This design comes from an exercise in tuning for small area and a short achievable clock period on the open sky130 flow, not from production work.
Where RTL was checked, it was by simulation tests only, not by an equivalence proof against the original.
Power figures rest on the tool's default switching activity, not on a simulated workload.

Design mem_ecc_codec, start of the top module:
module mem_ecc_codec (
    input  wire        clk,
    input  wire        rst_n,
    input  wire        in_valid,
    input  wire [1:0]  in_op,
    input  wire [63:0] in_data,
    input  wire [7:0]  in_check,
    output reg         out_valid,
    output wire [63:0] out_data,
    output wire [7:0]  out_check,
    output wire [1:0]  out_status,
    output wire [7:0]  out_syndrome,
    output wire [6:0]  out_pos
);
Size: roughly 170 I/O pins, roughly 0.0072 mm² of cells after synthesis.
Settings: LEC_CHECK=0, CAP_MARGIN=20, CORE_MARGIN=2, CORE_UTILIZATION=40, SETUP_SLACK_MARGIN=3.5, SLEW_MARGIN=20; clock period 8.0 ns.
standard.sh (not shown) runs the stock make flow with config.mk's settings and CLKGATE_MAP_FILE= SYNTH_SCRIPT=/design/flow/synth_recipe.tcl, a recipe that flattens the netlist after the stock synthesis.
==> flow/flow/run.sh <==
#!/bin/bash
# Own flow: the standard synthesis, then the combinational logic between
# the registers re-mapped by ABC with an area-oriented script (registers,
# their names and cell types untouched), then the standard layout with plain
# buffers on the ports instead of the delay cells buffer_ports picks by default.
set -euo pipefail
HERE=$(pwd)
R=$HERE/orfs/results/$FLOW_PLATFORM/mem_ecc_codec/base
bash standard.sh synth > make_synth.log 2>&1
cp $R/1_2_yosys.v $HERE/synth_standard.v
yosys -c flow/resyn.tcl > yosys_resyn.log 2>&1
cp $HERE/synth_resyn.v $R/1_2_yosys.v
rm -f $R/1_synth.odb $R/1_synth.sdc
bash standard.sh BUFFER_PORTS_ARGS="-buffer_cell sky130_fd_sc_hd__buf_1" finish > make_finish.log 2>&1
==> flow/flow/abc.script <==
strash; dch -f; balance; rewrite; refactor; balance; rewrite; rewrite -z; balance; refactor -z; rewrite -z; balance; dch -f; map -D 1500; topo
==> flow/flow/resyn.tcl <==
# Re-map the combinational logic of the standard synthesis; the flip-flops
# stay as they are (blackboxed during the re-map).
yosys -import
set lib $::env(FLOW_HOME)/platforms/sky130hd/lib/sky130_fd_sc_hd__tt_025C_1v80.lib
set dont_use {}
foreach c [split [exec sh -c "grep -o 'sky130_fd_sc_hd__\[a-z0-9_\]*' $::env(FLOW_HOME)/platforms/sky130hd/config.mk | sort -u"] "\n"] {
  lappend dont_use -dont_use $c
}
read_liberty -ignore_miss_func $lib
read_verilog synth_standard.v
hierarchy -top $::env(FLOW_TOP)
foreach m [split [exec sh -c "grep -o 'sky130_fd_sc_hd__df\[a-z0-9_\]*' synth_standard.v | sort -u"] "\n"] {
  blackbox $m
}
flatten
opt_clean -purge
set script [file normalize flow/abc.script]
abc -liberty $lib {*}$dont_use -script $script
opt_clean -purge
yosys rename -hide w:*.*
opt_clean -purge
tee -o resyn_stat.txt stat -liberty $lib
select $::env(FLOW_TOP)
write_verilog -noattr -selected synth_resyn.v
The baseline finished clean.
Change:
==> flow/flow/abc.script (replaced) <==
strash; dch -f; balance; rewrite; refactor; balance; rewrite; rewrite -z; balance; refactor -z; rewrite -z; balance; dch -f; balance; rewrite; refactor; balance; rewrite; rewrite -z; balance; refactor -z; rewrite -z; balance; dch -f; amap; mfs2; strash; dch -f; map -a; topo
Outcome: Routed wire length drops by 11%. Power climbs by about 0.6%. Hold slack is worse by 41 ps. Global-route usage drops by 1.9 points. Synthesized area drops by 4.3%. Fmax climbs by about 1.6%.
Change:
==> flow/flow/run.sh (replaced) <==
#!/bin/bash
# Standard layout, with plain buffers on the ports instead of the delay cells
# buffer_ports picks by default.
set -euo pipefail
bash standard.sh BUFFER_PORTS_ARGS="-buffer_cell sky130_fd_sc_hd__buf_1" finish > make_finish.log 2>&1
removed: flow/flow/abc.script
removed: flow/flow/resyn.tcl
Effect: Area after synthesis grows by 8.7%; synthesized cell count falls by 14%; total power is higher by 21%; global-route usage is lower by 3.7 points; utilization is lower by 1.2 points; critical path depth drops by 5; via count decreases by 5.7%.


Another version of the RTL of mem_ecc_codec (not shown whole).
Size in the first run: roughly 960 cells after synthesis, roughly 170 I/O pins, about 7700 um2 of cells after synthesis.
Settings: LEC_CHECK=0, CAP_MARGIN=20, CORE_MARGIN=2, CORE_UTILIZATION=60, SETUP_SLACK_MARGIN=3.5, SLEW_MARGIN=20; clock period 8.0 ns.
==> flow/flow/run.sh <==
#!/bin/bash
# Standard layout, with plain buffers on the ports instead of the delay cells
# buffer_ports picks by default.
set -euo pipefail
bash standard.sh BUFFER_PORTS_ARGS="-buffer_cell sky130_fd_sc_hd__buf_1" finish > make_finish.log 2>&1
Edit:
==> flow/flow/run.sh (replaced) <==
#!/bin/bash
# Own flow: the standard synthesis, then the combinational logic between
# the registers re-mapped by ABC with an area-oriented script (registers,
# their names and cell types untouched), then the standard layout with plain
# buffers on the ports instead of the delay cells buffer_ports picks by default.
set -euo pipefail
HERE=$(pwd)
R=$HERE/orfs/results/$FLOW_PLATFORM/mem_ecc_codec/base
bash standard.sh synth > make_synth.log 2>&1
cp $R/1_2_yosys.v $HERE/synth_standard.v
yosys -c flow/resyn.tcl > yosys_resyn.log 2>&1
cp $HERE/synth_resyn.v $R/1_2_yosys.v
rm -f $R/1_synth.odb $R/1_synth.sdc
bash standard.sh BUFFER_PORTS_ARGS="-buffer_cell sky130_fd_sc_hd__buf_1" finish > make_finish.log 2>&1
==> flow/flow/abc.script (new file) <==
strash; dch -f; balance; rewrite; refactor; balance; rewrite; rewrite -z; balance; refactor -z; rewrite -z; balance; dch -f; balance; rewrite; refactor; balance; rewrite; rewrite -z; balance; refactor -z; rewrite -z; balance; dch -f; amap; mfs2; strash; dch -f; map -a; topo
==> flow/flow/resyn.tcl (new file) <==
# Re-map the combinational logic of the standard synthesis; the flip-flops
# stay as they are (blackboxed during the re-map).
yosys -import
set lib $::env(FLOW_HOME)/platforms/sky130hd/lib/sky130_fd_sc_hd__tt_025C_1v80.lib
set dont_use {}
foreach c [split [exec sh -c "grep -o 'sky130_fd_sc_hd__\[a-z0-9_\]*' $::env(FLOW_HOME)/platforms/sky130hd/config.mk | sort -u"] "\n"] {
  lappend dont_use -dont_use $c
}
read_liberty -ignore_miss_func $lib
read_verilog synth_standard.v
hierarchy -top $::env(FLOW_TOP)
foreach m [split [exec sh -c "grep -o 'sky130_fd_sc_hd__df\[a-z0-9_\]*' synth_standard.v | sort -u"] "\n"] {
  blackbox $m
}
flatten
opt_clean -purge
set script [file normalize flow/abc.script]
abc -liberty $lib {*}$dont_use -script $script
opt_clean -purge
yosys rename -hide w:*.*
opt_clean -purge
tee -o resyn_stat.txt stat -liberty $lib
select $::env(FLOW_TOP)
write_verilog -noattr -selected synth_resyn.v
CORE_UTILIZATION = 40   (was 60)
Power shrinks by about a fifth.
Final cell count is higher by roughly a tenth.
Routed wire length increases by roughly a tenth.
Design area drops slightly.
Non-clock buffer count came out higher by 10.
Area after synthesis falls by roughly a tenth.
Die area went up by a quarter to a third.
Function was not checked in any run of this note: the RTL went through the layout flow alone.


Setup of run 1:
Another version of the RTL of mem_ecc_codec (not shown whole).
Size: roughly 930 cells after synthesis, ~170 I/O pins, about 0.0086 mm² of cells after synthesis.
export LEC_CHECK = 0
export CAP_MARGIN = 20
export CORE_MARGIN = 2
export CORE_UTILIZATION = 40
export SETUP_SLACK_MARGIN = 5.0
export SLEW_MARGIN = 20
create_clock -name core_clock -period 8.0 [get_ports {clk}]
==> flow/flow/run.sh <==
#!/bin/bash
# Own flow: the standard synthesis, then the combinational logic replaced
# by the gate-level netlist of flow/netgen.py (same registers: names and cell
# type), checked equivalent to the standard synthesis by yosys; then the
# standard layout, with plain buffers on the ports instead of the delay cells
# buffer_ports picks by default. If the generated netlist fails a check, the
# standard synthesis's netlist is laid out instead.
set -euo pipefail
HERE=$(pwd)
R=$HERE/orfs/results/$FLOW_PLATFORM/mem_ecc_codec/base
LIB=$FLOW_HOME/platforms/$FLOW_PLATFORM/lib/sky130_fd_sc_hd__tt_025C_1v80.lib
bash standard.sh synth > make_synth.log 2>&1
cp $R/1_2_yosys.v $HERE/synth_standard.v
USE=synth_standard.v
# generator options (structure and drive strengths), if any
set -a; [ -f flow/netgen.env ] && . flow/netgen.env; set +a
if LIB=$LIB python3 flow/netgen.py $HERE/net_gen.v > netgen.log 2>&1; then
  yosys -p "read_liberty -lib $LIB; read_verilog net_gen.v; hierarchy -top $FLOW_TOP; opt_clean -purge; write_verilog -noattr -noexpr net_norm.v" > yosys_norm.log 2>&1
  timeout 900 yosys -p "read_liberty -ignore_miss_func $LIB; read_verilog synth_standard.v; rename $FLOW_TOP gold; read_verilog net_norm.v; rename $FLOW_TOP gate; flatten gold gate; opt_clean; equiv_make gold gate equiv; hierarchy -top equiv; equiv_simple; equiv_status -assert" > yosys_equiv.log 2>&1 \
    && python3 - <<'PY' > regcheck.log 2>&1 && USE=net_final.v
# give each flip-flop the instance name the standard synthesis gave the same
# register (the suffix after '$' depends on how yosys read its reset/enable),
# then require the same names and cell types
import re, sys
pat = re.compile(r'(sky130_fd_sc_hd__df\w+)\s+\\([^\s$]+)(\$\S*)?\s')
std = {m.group(2): (m.group(1), m.group(2) + (m.group(3) or '')) for m in pat.finditer(open('synth_standard.v').read())}
txt = open('net_norm.v').read()
def ren(m):
    base = m.group(2)
    if base not in std: sys.exit('no standard register ' + base)
    return m.group(1) + ' \\' + std[base][1] + ' '
txt2 = pat.sub(ren, txt)
open('net_final.v', 'w').write(txt2)
a = sorted(std.values())
b = sorted((m.group(1), m.group(2) + (m.group(3) or '')) for m in pat.finditer(txt2))
print(len(a), len(b))
sys.exit(0 if a == b and a else 1)
PY
fi
echo "laying out $USE" > netlist_choice.log
cp $HERE/$USE $R/1_2_yosys.v
rm -f $R/1_synth.odb $R/1_synth.sdc
bash standard.sh BUFFER_PORTS_ARGS="-buffer_cell sky130_fd_sc_hd__buf_1" finish > make_finish.log 2>&1
Other scripts of this flow, unchanged in this note and not shown: flow/flow/joint.py, flow/flow/netgen.py, flow/flow/paar.py
> inputs changed (run 1 -> run 2)
Settings: putting CTS_CLUSTER_SIZE at 30 where nothing was set; putting CTS_BUF_LIST at sky130_fd_sc_hd__clkbuf_8 where nothing was set.
==> comparison <==
Run 2 has clock network area share below what run 1 had. Going from run 1 to run 2, slew at the pin closest to its max-slew limit went down by 0.048 ns, data required time at the worst endpoint increased by 0.02 ns relative to the old numbers, design area now smaller. Taking run 1 as the reference, in run 2 met3 routed wirelength went up; clock transition at the registers of the reported paths now larger; final worst-path cycle share has remained practically unchanged.
diff inputs: run 2 => run 3
Settings: swapping 5.0 for 4.0 in SETUP_SLACK_MARGIN; clearing CTS_BUF_LIST, which used to be sky130_fd_sc_hd__clkbuf_8; clearing CTS_CLUSTER_SIZE, which used to be 30.
Findings:
- Core utilization sits lower in run 3 than in run 2.
- STATUS worst setup slack: run 3 loses against run 2
- Run 3: switching share of power is 1.7 points lower than what run 2 reported.
- Looking at area added between synthesis and finish, run 3 sits 4.2 points lower than run 2 does.
- Run 3 vs run 2: clock share of power up
- Going from run 2 to run 3, half-perimeter wire length after detailed placement -about 0.55%, setup clock skew after layout -0.0037 ns, register-to-register slack -0.78 ns, number of non-clock buffers in the layout -9.
- The cell type of the slowest stage on the worst timing path comes out sky130_fd_sc_hd__nor3_1 in one run and sky130_fd_sc_hd__xor2_1 in the other, namely in run 3 and run 2 respectively.
### run 3 -> run 4
Settings: SETUP_SLACK_MARGIN changed from 4.0 to 4.8.
[summary]
- Re detailed-route wire length per cell: run 4 is 1.9% down on run 3.
- Run 4 vs run 3 — area added between synthesis and finish rose 1.9 points.
- Utilization, run 3 and run 4: larger value in run 4
- Run 4 gives less total stage count of the critical path than run 3 did.
- Comparing run 3 and run 4, the higher final setup skew is on run 3.
- Capture point of the worst path = c_q[5]$_DFF_P_: run 4; capture point of the worst path = out_data[12]$_DFF_P_: run 3
- Summary of run 4 over run 3: slack of the critical path higher; largest stage delay on the critical path lower.
- Met3 layer wire length in the routed design in run 4 vs run 3: up about 11%


== old ==
RTL: one of the versions met above, not the one the previous note started from.
Size in the first run: ~1000 cells after synthesis, roughly 170 I/O pins, ~6900 µm² of cells after synthesis.
export LEC_CHECK = 0
export CAP_MARGIN = 20
export CORE_MARGIN = 2
export CORE_UTILIZATION = 40
export SETUP_SLACK_MARGIN = 3.9
export SLEW_MARGIN = 20
create_clock -name core_clock -period 8.0 [get_ports {clk}]
==> flow/flow/run.sh <==
#!/bin/bash
# Own flow: the standard synthesis, then the combinational logic between
# the registers re-mapped by ABC with an area-oriented script (registers,
# their names and cell types untouched), then the standard layout with plain
# buffers on the ports instead of the delay cells buffer_ports picks by default.
set -euo pipefail
HERE=$(pwd)
R=$HERE/orfs/results/$FLOW_PLATFORM/mem_ecc_codec/base
bash standard.sh synth > make_synth.log 2>&1
cp $R/1_2_yosys.v $HERE/synth_standard.v
yosys -c flow/resyn.tcl > yosys_resyn.log 2>&1
cp $HERE/synth_resyn.v $R/1_2_yosys.v
rm -f $R/1_synth.odb $R/1_synth.sdc
bash standard.sh BUFFER_PORTS_ARGS="-buffer_cell sky130_fd_sc_hd__buf_1" finish > make_finish.log 2>&1
==> flow/flow/abc.script <==
strash; dch -f; balance; rewrite; refactor; balance; rewrite; rewrite -z; balance; refactor -z; rewrite -z; balance; dch -f; balance; rewrite; refactor; balance; rewrite; rewrite -z; balance; refactor -z; rewrite -z; balance; dch -f; amap; mfs2; strash; dch -f; map -a; topo
==> flow/flow/resyn.tcl <==
# Re-map the combinational logic of the standard synthesis; the flip-flops
# stay as they are (blackboxed during the re-map).
yosys -import
set lib $::env(FLOW_HOME)/platforms/sky130hd/lib/sky130_fd_sc_hd__tt_025C_1v80.lib
set dont_use {}
foreach c [split [exec sh -c "grep -o 'sky130_fd_sc_hd__\[a-z0-9_\]*' $::env(FLOW_HOME)/platforms/sky130hd/config.mk | sort -u"] "\n"] {
  lappend dont_use -dont_use $c
}
read_liberty -ignore_miss_func $lib
read_verilog synth_standard.v
hierarchy -top $::env(FLOW_TOP)
foreach m [split [exec sh -c "grep -o 'sky130_fd_sc_hd__df\[a-z0-9_\]*' synth_standard.v | sort -u"] "\n"] {
  blackbox $m
}
flatten
opt_clean -purge
set script [file normalize flow/abc.script]
abc -liberty $lib {*}$dont_use -script $script
opt_clean -purge
yosys rename -hide w:*.*
opt_clean -purge
tee -o resyn_stat.txt stat -liberty $lib
select $::env(FLOW_TOP)
write_verilog -noattr -selected synth_resyn.v
old went all the way through synthesis, placement and routing and the layout is clean on timing, DRC and antenna.
Here is what was changed in the inputs of new compared with old.
- CTS_BUF_LIST newly set to sky130_fd_sc_hd__clkbuf_8
==> run summary <==
The higher synthesis-to-finish area growth came out of new. Delta (new minus old): minimum clock period now larger; power of the clock network lower; via count of the first global-routing pass increased 71. new ends up with higher power in combinational cells than old does.


== willow ==
Another version of the RTL of mem_ecc_codec (not shown whole).
Size: about 870 cells after synthesis, roughly 6600 um^2 of cells after synthesis.
clock: 8.0 ns
lec_check: 0
cap_margin: 20
core_margin: 2
core_utilization: 40
setup_slack_margin: 3.5
slew_margin: 20
==> flow/flow/run.sh <==
#!/bin/bash
# Own flow: the standard synthesis, then the combinational logic replaced
# by the gate-level netlist of flow/netgen.py (same registers: names and cell
# type), checked equivalent to the standard synthesis by yosys; then the
# standard layout, with plain buffers on the ports instead of the delay cells
# buffer_ports picks by default. If the generated netlist fails a check, the
# standard synthesis's netlist is laid out instead.
set -euo pipefail
HERE=$(pwd)
R=$HERE/orfs/results/$FLOW_PLATFORM/mem_ecc_codec/base
LIB=$FLOW_HOME/platforms/$FLOW_PLATFORM/lib/sky130_fd_sc_hd__tt_025C_1v80.lib
bash standard.sh synth > make_synth.log 2>&1
cp $R/1_2_yosys.v $HERE/synth_standard.v
USE=synth_standard.v
if LIB=$LIB python3 flow/netgen.py $HERE/net_gen.v > netgen.log 2>&1; then
  yosys -p "read_liberty -lib $LIB; read_verilog net_gen.v; hierarchy -top $FLOW_TOP; opt_clean -purge; write_verilog -noattr -noexpr net_norm.v" > yosys_norm.log 2>&1
  yosys -p "read_liberty -ignore_miss_func $LIB; read_verilog synth_standard.v; rename $FLOW_TOP gold; read_verilog net_norm.v; rename $FLOW_TOP gate; flatten gold gate; opt_clean; equiv_make gold gate equiv; hierarchy -top equiv; equiv_simple; equiv_status -assert" > yosys_equiv.log 2>&1 \
    && python3 - <<'PY' > regcheck.log 2>&1 && USE=net_norm.v
import re, sys
def regs(p):
    return sorted(re.findall(r'(sky130_fd_sc_hd__df\w+)\s+(\\\S+)', open(p).read()))
a, b = regs('synth_standard.v'), regs('net_norm.v')
print(len(a), len(b))
sys.exit(0 if a == b and a else 1)
PY
fi
echo "laying out $USE" > netlist_choice.log
cp $HERE/$USE $R/1_2_yosys.v
rm -f $R/1_synth.odb $R/1_synth.sdc
bash standard.sh BUFFER_PORTS_ARGS="-buffer_cell sky130_fd_sc_hd__buf_1" finish > make_finish.log 2>&1
Other scripts of this flow, unchanged in this note and not shown: flow/flow/netgen.py, flow/flow/paar.py
For raven, these inputs were changed with respect to willow:
# willow
export LEC_CHECK = 0
export CAP_MARGIN = 20
export CORE_MARGIN = 2
export CORE_UTILIZATION = 40
export SETUP_SLACK_MARGIN = 3.5
export SLEW_MARGIN = 20
create_clock -name core_clock -period 8.0 [get_ports {clk}]
# raven
export LEC_CHECK = 0
export CAP_MARGIN = 20
export CORE_MARGIN = 2
export CORE_UTILIZATION = 40
export SETUP_SLACK_MARGIN = 3.9
export SLEW_MARGIN = 20
export TNS_END_PERCENT = 5
create_clock -name core_clock -period 8.0 [get_ports {clk}]
Findings:
willow has a lower combinational cell fraction of total power than raven. willow has lower switching power of the nets than raven. Worst setup margin: raven better than willow.
Changes in tundra relative to raven:
# raven
export LEC_CHECK = 0
export CAP_MARGIN = 20
export CORE_MARGIN = 2
export CORE_UTILIZATION = 40
export SETUP_SLACK_MARGIN = 3.9
export SLEW_MARGIN = 20
export TNS_END_PERCENT = 5
create_clock -name core_clock -period 8.0 [get_ports {clk}]
# tundra
export LEC_CHECK = 0
export CAP_MARGIN = 20
export CORE_MARGIN = 2
export CORE_UTILIZATION = 40
export CTS_BUF_LIST = sky130_fd_sc_hd__clkbuf_8
export CTS_CLUSTER_SIZE = 30
export SETUP_SLACK_MARGIN = 3.5
export SLEW_MARGIN = 20
create_clock -name core_clock -period 8.0 [get_ports {clk}]
Results
- Going from raven to tundra, fmax shrinks by about 5%.
- Summary of tundra over raven: number of filler cells placed in the layout shows an increase of 5.3%, maximum count of clock buffers along a single path shows no meaningful change, biggest cell delay along the critical path shows an increase of 0.05 ns, post-layout total power shows a reduction of 0.39 mW.
- Re number of flip-flops and latches: no difference whatsoever between raven and tundra.
- Net switching power of the design of tundra falls short of that of raven by a little under 10%.
- Across both runs, first-iteration DRC count was lower for tundra than for raven.
- tundra vs raven: worst hold-check slack down in tundra
- Compared with raven, in tundra worst setup margin saw a decrease, count of clock-buffer cells in the layout saw a decrease.
Input changes introduced in violet (baseline for comparison: tundra):
# tundra
export LEC_CHECK = 0
export CAP_MARGIN = 20
export CORE_MARGIN = 2
export CORE_UTILIZATION = 40
export CTS_BUF_LIST = sky130_fd_sc_hd__clkbuf_8
export CTS_CLUSTER_SIZE = 30
export SETUP_SLACK_MARGIN = 3.5
export SLEW_MARGIN = 20
create_clock -name core_clock -period 8.0 [get_ports {clk}]
# violet
export LEC_CHECK = 0
export CAP_MARGIN = 20
export CORE_MARGIN = 2
export CORE_UTILIZATION = 40
export SETUP_SLACK_MARGIN = 3.9
export SLEW_MARGIN = 20
export TNS_END_PERCENT = 20
create_clock -name core_clock -period 8.0 [get_ports {clk}]
==> run summary <==
For violet, the destination of the critical timing path was out_pos[1], unlike tundra, where it was out_pos[5].
Delta (violet minus tundra): final area now larger; total via count after detailed routing saw an increase.
Total chip power delta (violet − tundra): unfavourable

[re-timing with driven ports]
No port has a modelled driver above. Below, the same layouts with a new extraction and two added sets of constraints. Step 1 assumes that a clkbuf_16 drives the clock port and a buf_2 every other input. Step 2, shift: input delay + t, output delay - t, t = (earliest + latest rising clock arrival at the registers) / 2. This alone moves slack from input paths to output paths. Three values: no drivers, after step 1, after step 2; two values: the first two.
run	t, ns	setup slack, ns	worst setup path at the end	clock arrival spread, ns
the first run of note 1	0.385	3.514 / 3.468 / 3.612	input to register	0.012 / 0.012
the second run of note 1	0.384	3.586 / 3.544 / 3.370	input to register	0.012 / 0.012
the third run of note 1	0.380	3.470 / 3.433 / 3.396	input to register	0.008 / 0.009
the first run of note 2	0.391	3.478 / 3.436 / 3.237	input to register	0.013 / 0.013
the second run of note 2	0.396	3.513 / 3.469 / 3.328	input to register	0.013 / 0.014
run 1	0.475	5.030 / 5.054 / 4.579	input to register	0.014 / 0.015
run 2	0.518	5.023 / 5.041 / 4.523	input to register	0.021 / 0.021
run 3	0.490	4.301 / 4.301 / 4.128	input to register	0.016 / 0.016
run 4	0.468	4.873 / 4.880 / 4.429	input to register	0.013 / 0.014
old	0.389	3.913 / 3.872 / 3.664	input to register	0.016 / 0.015
new	0.412	3.873 / 3.833 / 3.580	input to register	0.021 / 0.021
willow	0.367	3.624 / 3.585 / 3.340	input to register	0.010 / 0.011
raven	0.368	3.854 / 3.814 / 3.542	input to register	0.008 / 0.007
tundra	0.377	3.623 / 3.588 / 3.356	input to register	0.012 / 0.011
violet	0.369	3.855 / 3.815 / 3.591	input to register	0.008 / 0.008
After both steps setup and hold are still met in every run listed. For run 2, which loses most, drivers alone change the setup slack by +0.018 ns; drivers and shift together by -0.500 ns.
